From an optimization exercise on the open Yosys and OpenROAD flow, aimed at small area; shortcuts taken in it are not production practice.
RTL that was checked went through simulation tests only; none was proved equivalent to the original.
No activity file was given, so power comes from the tool's default toggle rates.

==> job 3121: inputs <==
## vdx_istore_ecc
module vdx_istore_ecc (
    input  wire          clk,
    input  wire          rst,
    input  wire          wr_valid,
    input  wire [79:0]   wr_data,
    output reg           enc_valid,
    output reg  [7:0]    enc_chk,
    input  wire [3:0]    rd_valid,
    input  wire [351:0]  rd_word,
    output reg  [3:0]    chk_valid,
    output reg  [7:0]    chk_status,
    output reg  [319:0]  chk_data,
    output wire [3:0]    wb_valid,
    output reg  [31:0]   wb_chk,
    input  wire          cnt_clr,
    output reg  [15:0]   ce_cnt
);
export LEC_CHECK = 0
export ABC_AREA = 1
export CAP_MARGIN = 20
export CORE_MARGIN = 2
export CORE_UTILIZATION = 60
export SLEW_MARGIN = 20
create_clock -name core_clock -period 8.0 [get_ports {clk}]
standard.sh (not shown) runs the stock make flow with config.mk's settings and CLKGATE_MAP_FILE= SYNTH_SCRIPT=/design/flow/synth_recipe.tcl, a recipe that flattens the netlist after the stock synthesis.
==> flow/flow/run.sh <==
#!/bin/bash
# The standard layout (the standard.sh, standard synthesis unchanged),
# with two changes:
#  - the port buffers that buffer_ports inserts on every input and output
#    are buf_1 instead of the default cell;
#  - clock tree synthesis uses larger sink clusters of clkbuf_8 and no
#    dummy loads.
set -euo pipefail
CTS="-sink_clustering_enable -repair_clock_nets -dont_use_dummy_load"
CTS="$CTS -buf_list {${CTS_BUFS:-sky130_fd_sc_hd__clkbuf_8}}"
CTS="$CTS -sink_clustering_size ${CTS_SIZE:-20} -sink_clustering_max_diameter ${CTS_DIAM:-60}"
bash standard.sh \
  "BUFFER_PORTS_ARGS=-buffer_cell sky130_fd_sc_hd__buf_1" \
  "CTS_ARGS=$CTS" \
  finish > standard.log 2>&1
==> inputs of job 6891, as changes to job 3121 <==
--- a/flow/flow/run.sh
+++ b/flow/flow/run.sh
@@ -8,6 +8,6 @@
 set -euo pipefail
 CTS="-sink_clustering_enable -repair_clock_nets -dont_use_dummy_load"
-CTS="$CTS -buf_list {${CTS_BUFS:-sky130_fd_sc_hd__clkbuf_8}}"
-CTS="$CTS -sink_clustering_size ${CTS_SIZE:-20} -sink_clustering_max_diameter ${CTS_DIAM:-60}"
+CTS="$CTS -buf_list {${CTS_BUFS:-sky130_fd_sc_hd__clkbuf_4 sky130_fd_sc_hd__clkbuf_8}}"
+CTS="$CTS -sink_clustering_size ${CTS_SIZE:-12} -sink_clustering_max_diameter ${CTS_DIAM:-45}"
 bash standard.sh \
   "BUFFER_PORTS_ARGS=-buffer_cell sky130_fd_sc_hd__buf_1" \
- ABC_AREA: 1 -> not set
- CORE_UTILIZATION: 60 -> 65
==> inputs of job 5734, as changes to job 3121 <==
--- a/flow/flow/run.sh
+++ b/flow/flow/run.sh
@@ -9,5 +9,5 @@
 CTS="-sink_clustering_enable -repair_clock_nets -dont_use_dummy_load"
 CTS="$CTS -buf_list {${CTS_BUFS:-sky130_fd_sc_hd__clkbuf_8}}"
-CTS="$CTS -sink_clustering_size ${CTS_SIZE:-20} -sink_clustering_max_diameter ${CTS_DIAM:-60}"
+CTS="$CTS -sink_clustering_size ${CTS_SIZE:-15} -sink_clustering_max_diameter ${CTS_DIAM:-50}"
 bash standard.sh \
   "BUFFER_PORTS_ARGS=-buffer_cell sky130_fd_sc_hd__buf_1" \
- ABC_AREA: 1 -> not set
==> notes <==
- Job 3121 produced a clean layout. Job 6891 ended with an error in I/O pin placement (3_2_place_iop), error PPL-0024. Job 5734 died in I/O pin placement (3_2_place_iop).
- Against job 5734, the area after synthesis of job 3121 is higher by 29%.
- Synthesized cell count is the same in job 6891 and job 5734.
No run of this note included a check of the RTL's function; only the layout flow was run.


==> trial 43 <==
vdx_istore_ecc, a different RTL version from the one above (not shown whole).
export LEC_CHECK = 0
export CAP_MARGIN = 0
export CORE_AREA = 2 2.72 498 101.28
export DIE_AREA = 0 0 500 104
export SLEW_MARGIN = 0
export SYNTH_HIERARCHICAL = 1
export SYNTH_MINIMUM_KEEP_SIZE = 0
create_clock -name core_clock -period 8.0 [get_ports {clk}]
==> flow/flow/run.sh <==
#!/bin/bash
# The standard layout (the standard.sh, standard synthesis unchanged),
# with these changes:
#  - the port buffers that buffer_ports inserts on every input and output
#    are buf_1 instead of the default cell;
#  - clock tree synthesis uses larger sink clusters of clkbuf_8 and no
#    dummy loads.
set -euo pipefail
CTS="-sink_clustering_enable -repair_clock_nets -dont_use_dummy_load"
CTS="$CTS -buf_list {${CTS_BUFS:-sky130_fd_sc_hd__clkbuf_8}}"
CTS="$CTS -sink_clustering_size ${CTS_SIZE:-15} -sink_clustering_max_diameter ${CTS_DIAM:-50}"
bash standard.sh \
  "BUFFER_PORTS_ARGS=-buffer_cell sky130_fd_sc_hd__buf_1" \
  "CTS_ARGS=$CTS" \
  finish > standard.log 2>&1
==> trial 54 (differences from trial 43) <==
--- a/flow/design.v
+++ b/flow/design.v
@@ -5,50 +5,53 @@
     input  wire          wr_valid,
     input  wire [79:0]   wr_data,
     output reg           enc_valid,
     output reg  [7:0]    enc_chk,
     input  wire [3:0]    rd_valid,
     input  wire [351:0]  rd_word,
     output reg  [3:0]    chk_valid,
-    output reg  [7:0]    chk_status,
-    output reg  [319:0]  chk_data,
+    output wire [7:0]    chk_status,
+    output wire [319:0]  chk_data,
     output wire [3:0]    wb_valid,
-    output reg  [31:0]   wb_chk,
+    output wire [31:0]   wb_chk,
     input  wire          cnt_clr,
     output reg  [15:0]   ce_cnt
 );
     wire [7:0] wr_chk;
     vdx_enc u_enc (.d(wr_data), .c(wr_chk));
     always @(posedge clk) begin
         enc_valid <= wr_valid & ~rst;
         enc_chk   <= wr_chk;
     end
     reg [3:0]   s1_valid;
     reg [351:0] s1_word;
+    reg [351:0] s2_word;
     always @(posedge clk) begin
-        s1_valid <= rd_valid & {4{~rst}};
-        s1_word  <= rd_word;
+        s1_valid  <= rd_valid & {4{~rst}};
+        s1_word   <= rd_word;
+        chk_valid <= s1_valid & {4{~rst}};
+        s2_word   <= s1_word;
     end
     genvar g, k;
     generate
         for (g = 0; g < 4; g = g + 1) begin : g_lane
-            wire [87:0] w = s1_word[g*88 +: 88];
+            wire [87:0] w = s2_word[g*88 +: 88];
             wire [6:0]  s;
             wire        p;
             vdx_syn u_syn (.w(w), .s(s), .p(p));
             wire nz   = |s;
             wire big  = s[6] & (s[5] | (s[4] & s[3]));    
             wire [1:0] status = {(p ^ nz) | (p & big), nz};
             wire [7:0]  lo;
             wire [10:0] hi;
             for (k = 0; k < 8; k = k + 1) begin : g_lo
-                assign lo[k] = (s[2:0] == k);
+                assign lo[k] = p & (s[2:0] == k);
             end
             for (k = 0; k < 11; k = k + 1) begin : g_hi
-                assign hi[k] = p & (s[6:3] == k);
+                assign hi[k] = (s[6:3] == k);
             end
             wire [79:0] data;
             wire [7:0]  chk;
             vdx_fix u_fix0 (.d(w[0]), .h(hi[0]), .l(lo[3]), .y(data[0]));
             vdx_fix u_fix1 (.d(w[1]), .h(hi[0]), .l(lo[5]), .y(data[1]));
             vdx_fix u_fix2 (.d(w[2]), .h(hi[0]), .l(lo[6]), .y(data[2]));
             vdx_fix u_fix3 (.d(w[3]), .h(hi[0]), .l(lo[7]), .y(data[3]));
@@ -132,38 +135,38 @@
             vdx_fix u_fixc1 (.d(w[81]), .h(hi[0]), .l(lo[2]), .y(chk[1]));
             vdx_fix u_fixc2 (.d(w[82]), .h(hi[0]), .l(lo[4]), .y(chk[2]));
             vdx_fix u_fixc3 (.d(w[83]), .h(hi[1]), .l(lo[0]), .y(chk[3]));
             vdx_fix u_fixc4 (.d(w[84]), .h(hi[2]), .l(lo[0]), .y(chk[4]));
             vdx_fix u_fixc5 (.d(w[85]), .h(hi[4]), .l(lo[0]), .y(chk[5]));
             vdx_fix u_fixc6 (.d(w[86]), .h(hi[8]), .l(lo[0]), .y(chk[6]));
             vdx_fix u_fixc7 (.d(w[87]), .h(hi[0]), .l(lo[0]), .y(chk[7]));
-            always @(posedge clk) begin
-                chk_valid[g]         <= s1_valid[g] & ~rst;
-                chk_status[g*2 +: 2] <= status;
-                chk_data[g*80 +: 80] <= data;
-                wb_chk[g*8 +: 8]     <= chk;
-            end
-            assign wb_valid[g] = chk_valid[g] &
-                                 (chk_status[g*2] ^ chk_status[g*2+1]);
+            assign chk_status[g*2 +: 2] = status;
+            assign chk_data[g*80 +: 80] = data;
+            assign wb_chk[g*8 +: 8]     = chk;
+            assign wb_valid[g]          = chk_valid[g] & (status[0] ^ status[1]);
         end
     endgenerate
     wire a0, a1, n0, b1, n1, n2;
     vdx_fa u_pc0 (.a(wb_valid[0]), .b(wb_valid[1]), .c(wb_valid[2]), .s(a0), .co(a1));
     vdx_ha u_pc1 (.a(a0), .b(wb_valid[3]), .s(n0), .co(b1));
     vdx_ha u_pc2 (.a(a1), .b(b1), .s(n1), .co(n2));
     wire [16:0] c;
     wire [15:0] sum;
+    wire [16:3] ones;      
     assign c[0] = 1'b0;
     vdx_ha u_s0 (.a(ce_cnt[0]), .b(n0), .s(sum[0]), .co(c[1]));
     vdx_fa u_s1 (.a(ce_cnt[1]), .b(n1), .c(c[1]), .s(sum[1]), .co(c[2]));
     vdx_fa u_s2 (.a(ce_cnt[2]), .b(n2), .c(c[2]), .s(sum[2]), .co(c[3]));
+    assign ones[3] = 1'b1;
     genvar i;
     generate
         for (i = 3; i < 16; i = i + 1) begin : g_inc
-            vdx_ha u_s (.a(ce_cnt[i]), .b(c[i]), .s(sum[i]), .co(c[i+1]));
+            assign ones[i+1] = ones[i] & ce_cnt[i];
+            vdx_fix u_s (.d(ce_cnt[i]), .h(c[3]), .l(ones[i]), .y(sum[i]));
+            assign c[i+1] = c[3] & ones[i+1];
         end
     endgenerate
     always @(posedge clk) begin
         if (rst || cnt_clr)
             ce_cnt <= 16'd0;
         else
             ce_cnt <= sum | {16{c[16]}};
==> flow/flow/run.sh (replaced) <==
#!/bin/bash
# The standard layout (the standard.sh, standard synthesis unchanged),
# with these changes:
#  - the port buffers that buffer_ports inserts on every input and output
#    are buf_1 instead of the default cell;
#  - global placement is not timing driven, and the synthesis buffers are
#    removed before it as the timing-driven flow does;
#  - clock tree synthesis uses larger sink clusters of clkbuf_8 and no
#    dummy loads.
set -euo pipefail
CTS="-sink_clustering_enable -repair_clock_nets -dont_use_dummy_load"
CTS="$CTS -buf_list {${CTS_BUFS:-sky130_fd_sc_hd__clkbuf_8}}"
CTS="$CTS -sink_clustering_size ${CTS_SIZE:-15} -sink_clustering_max_diameter ${CTS_DIAM:-50}"
here=$(cd "$(dirname "$0")" && pwd)
bash standard.sh \
  "PRE_GLOBAL_PLACE_TCL=$here/pre_gpl.tcl" \
  "BUFFER_PORTS_ARGS=-buffer_cell sky130_fd_sc_hd__buf_1" \
  "CTS_ARGS=$CTS" \
  finish > standard.log 2>&1
==> flow/flow/pre_gpl.tcl (new file) <==
# Sourced before global placement (PRE_GLOBAL_PLACE_TCL). Placement here is
# not timing driven (GPL_TIMING_DRIVEN 0), and the flow removes the
# synthesis buffers only for timing-driven placement, so remove them here.
remove_buffers
==> flow/config.mk (replaced) <==
export PLATFORM = sky130hd
export DESIGN_NAME = vdx_istore_ecc
export DESIGN_NICKNAME = vdx_istore_ecc
export VERILOG_FILES = /design/flow/design.v
export SDC_FILE = /design/flow/constraint.sdc
export NUM_CORES = 4
export LEC_CHECK = 0
export CAP_MARGIN = 0
export CORE_AREA = 2 2.72 498 109.52
export DIE_AREA = 0 0 500 112
export GPL_TIMING_DRIVEN = 0
export SLEW_MARGIN = 0
export SYNTH_HIERARCHICAL = 1
export SYNTH_MINIMUM_KEEP_SIZE = 0
==> build 77 (differences from trial 43) <==
--- a/flow/design.v
+++ b/flow/design.v
@@ -5,37 +5,40 @@
     input  wire          wr_valid,
     input  wire [79:0]   wr_data,
     output reg           enc_valid,
     output reg  [7:0]    enc_chk,
     input  wire [3:0]    rd_valid,
     input  wire [351:0]  rd_word,
     output reg  [3:0]    chk_valid,
-    output reg  [7:0]    chk_status,
-    output reg  [319:0]  chk_data,
+    output wire [7:0]    chk_status,
+    output wire [319:0]  chk_data,
     output wire [3:0]    wb_valid,
-    output reg  [31:0]   wb_chk,
+    output wire [31:0]   wb_chk,
     input  wire          cnt_clr,
     output reg  [15:0]   ce_cnt
 );
     wire [7:0] wr_chk;
     vdx_enc u_enc (.d(wr_data), .c(wr_chk));
     always @(posedge clk) begin
         enc_valid <= wr_valid & ~rst;
         enc_chk   <= wr_chk;
     end
     reg [3:0]   s1_valid;
     reg [351:0] s1_word;
+    reg [351:0] s2_word;
     always @(posedge clk) begin
-        s1_valid <= rd_valid & {4{~rst}};
-        s1_word  <= rd_word;
+        s1_valid  <= rd_valid & {4{~rst}};
+        s1_word   <= rd_word;
+        chk_valid <= s1_valid & {4{~rst}};
+        s2_word   <= s1_word;
     end
     genvar g, k;
     generate
         for (g = 0; g < 4; g = g + 1) begin : g_lane
-            wire [87:0] w = s1_word[g*88 +: 88];
+            wire [87:0] w = s2_word[g*88 +: 88];
             wire [6:0]  s;
             wire        p;
             vdx_syn u_syn (.w(w), .s(s), .p(p));
             wire nz   = |s;
             wire big  = s[6] & (s[5] | (s[4] & s[3]));    
             wire [1:0] status = {(p ^ nz) | (p & big), nz};
             wire [7:0]  lo;
@@ -132,38 +135,38 @@
             vdx_fix u_fixc1 (.d(w[81]), .h(hi[0]), .l(lo[2]), .y(chk[1]));
             vdx_fix u_fixc2 (.d(w[82]), .h(hi[0]), .l(lo[4]), .y(chk[2]));
             vdx_fix u_fixc3 (.d(w[83]), .h(hi[1]), .l(lo[0]), .y(chk[3]));
             vdx_fix u_fixc4 (.d(w[84]), .h(hi[2]), .l(lo[0]), .y(chk[4]));
             vdx_fix u_fixc5 (.d(w[85]), .h(hi[4]), .l(lo[0]), .y(chk[5]));
             vdx_fix u_fixc6 (.d(w[86]), .h(hi[8]), .l(lo[0]), .y(chk[6]));
             vdx_fix u_fixc7 (.d(w[87]), .h(hi[0]), .l(lo[0]), .y(chk[7]));
-            always @(posedge clk) begin
-                chk_valid[g]         <= s1_valid[g] & ~rst;
-                chk_status[g*2 +: 2] <= status;
-                chk_data[g*80 +: 80] <= data;
-                wb_chk[g*8 +: 8]     <= chk;
-            end
-            assign wb_valid[g] = chk_valid[g] &
-                                 (chk_status[g*2] ^ chk_status[g*2+1]);
+            assign chk_status[g*2 +: 2] = status;
+            assign chk_data[g*80 +: 80] = data;
+            assign wb_chk[g*8 +: 8]     = chk;
+            assign wb_valid[g]          = chk_valid[g] & (status[0] ^ status[1]);
         end
     endgenerate
     wire a0, a1, n0, b1, n1, n2;
     vdx_fa u_pc0 (.a(wb_valid[0]), .b(wb_valid[1]), .c(wb_valid[2]), .s(a0), .co(a1));
     vdx_ha u_pc1 (.a(a0), .b(wb_valid[3]), .s(n0), .co(b1));
     vdx_ha u_pc2 (.a(a1), .b(b1), .s(n1), .co(n2));
     wire [16:0] c;
     wire [15:0] sum;
+    wire [16:3] ones;      
     assign c[0] = 1'b0;
     vdx_ha u_s0 (.a(ce_cnt[0]), .b(n0), .s(sum[0]), .co(c[1]));
     vdx_fa u_s1 (.a(ce_cnt[1]), .b(n1), .c(c[1]), .s(sum[1]), .co(c[2]));
     vdx_fa u_s2 (.a(ce_cnt[2]), .b(n2), .c(c[2]), .s(sum[2]), .co(c[3]));
+    assign ones[3] = 1'b1;
     genvar i;
     generate
         for (i = 3; i < 16; i = i + 1) begin : g_inc
-            vdx_ha u_s (.a(ce_cnt[i]), .b(c[i]), .s(sum[i]), .co(c[i+1]));
+            assign ones[i+1] = ones[i] & ce_cnt[i];
+            vdx_fix u_s (.d(ce_cnt[i]), .h(c[3]), .l(ones[i]), .y(sum[i]));
+            assign c[i+1] = c[3] & ones[i+1];
         end
     endgenerate
     always @(posedge clk) begin
         if (rst || cnt_clr)
             ce_cnt <= 16'd0;
         else
             ce_cnt <= sum | {16{c[16]}};
==> flow/config.mk (replaced) <==
export PLATFORM = sky130hd
export DESIGN_NAME = vdx_istore_ecc
export DESIGN_NICKNAME = vdx_istore_ecc
export VERILOG_FILES = /design/flow/design.v
export SDC_FILE = /design/flow/constraint.sdc
export NUM_CORES = 4
export LEC_CHECK = 0
export CAP_MARGIN = 0
export CORE_AREA = 2 2.72 498 109.52
export DIE_AREA = 0 0 500 112
export SLEW_MARGIN = 0
export SYNTH_HIERARCHICAL = 1
export SYNTH_MINIMUM_KEEP_SIZE = 0
==> qor summary <==
quantity	trial 43	build 77	trial 54
Wire length on met1	28.4 mm	28.5 mm	28.1 mm
Actual transition at the worst max-transition pin	1210 ps	1330 ps	1440 ps
Final cell count without fillers	4,034	4,129	4,128
Worst setup EP type	flop	output pin	output pin
First-pass GRT wire length	103 mm	103 mm	103 mm
Sequential power	4.45 mW	4.02 mW	4.02 mW
Via density per instance	4.63	4.56	4.53
Number of sinks on the clock net	745	737	737
Run status	timing/DRC/antenna clean	timing/DRC/antenna clean	timing/DRC/antenna clean
Post-synthesis share of cell area spent on and, or, nand and nor gates	0.0742	0.0855	0.0782
First DRT Iteration DRCs	876	879	795
Y dimension of the die	104 µm	112 µm	112 µm
Worst path most repeated cell	sky130_fd_sc_hd__ha_1	sky130_fd_sc_hd__xor2_1	sky130_fd_sc_hd__xor2_1
Hold path startpoint	s1_word[125]$_DFF_P_	s1_word[142]$_DFF_P_	s1_word[223]$_DFF_P_
Function not checked in trial 43 and build 77: the RTL went through the layout flow alone.

afterwards: timing with drivers on the ports:
The flow's constraints put no driver on any port. The routed layouts listed below were extracted and timed again, unchanged, in two steps. Step 1 assumes that a clkbuf_16 drives the clock port and a buf_2 every other input. Step 2, shift: input delay + t, output delay - t, t = (earliest + latest rising clock arrival at the registers) / 2. This alone moves slack from input paths to output paths. Slacks: ideal / step 1 / step 2; pairs: ideal / step 1.
run | shift t [ns] | setup slack, ns | worst hold slack (ns) | worst setup path at the end | clock arrival spread, ns
job 3121 | 0.736 | 4.437 / 4.437 / 4.296 | 0.401 / 0.401 / 0.401 | input to register | 0.122 / 0.122
trial 43 | 0.722 | 2.550 / 2.550 / 2.550 | 0.446 / 0.446 / 0.446 | register to register | 0.059 / 0.059
trial 54 | 0.730 | 1.120 / 1.051 / 1.445 | 0.259 / 0.259 / 0.259 | register to register | 0.095 / 0.095
build 77 | 0.740 | 1.002 / 0.930 / 1.619 | 0.258 / 0.258 / 0.258 | register to register | 0.111 / 0.111
After both steps every run listed still meets setup and hold. For job 3121, which loses most, drivers alone change the setup slack by 0.000 ns; drivers and shift together by -0.141 ns.
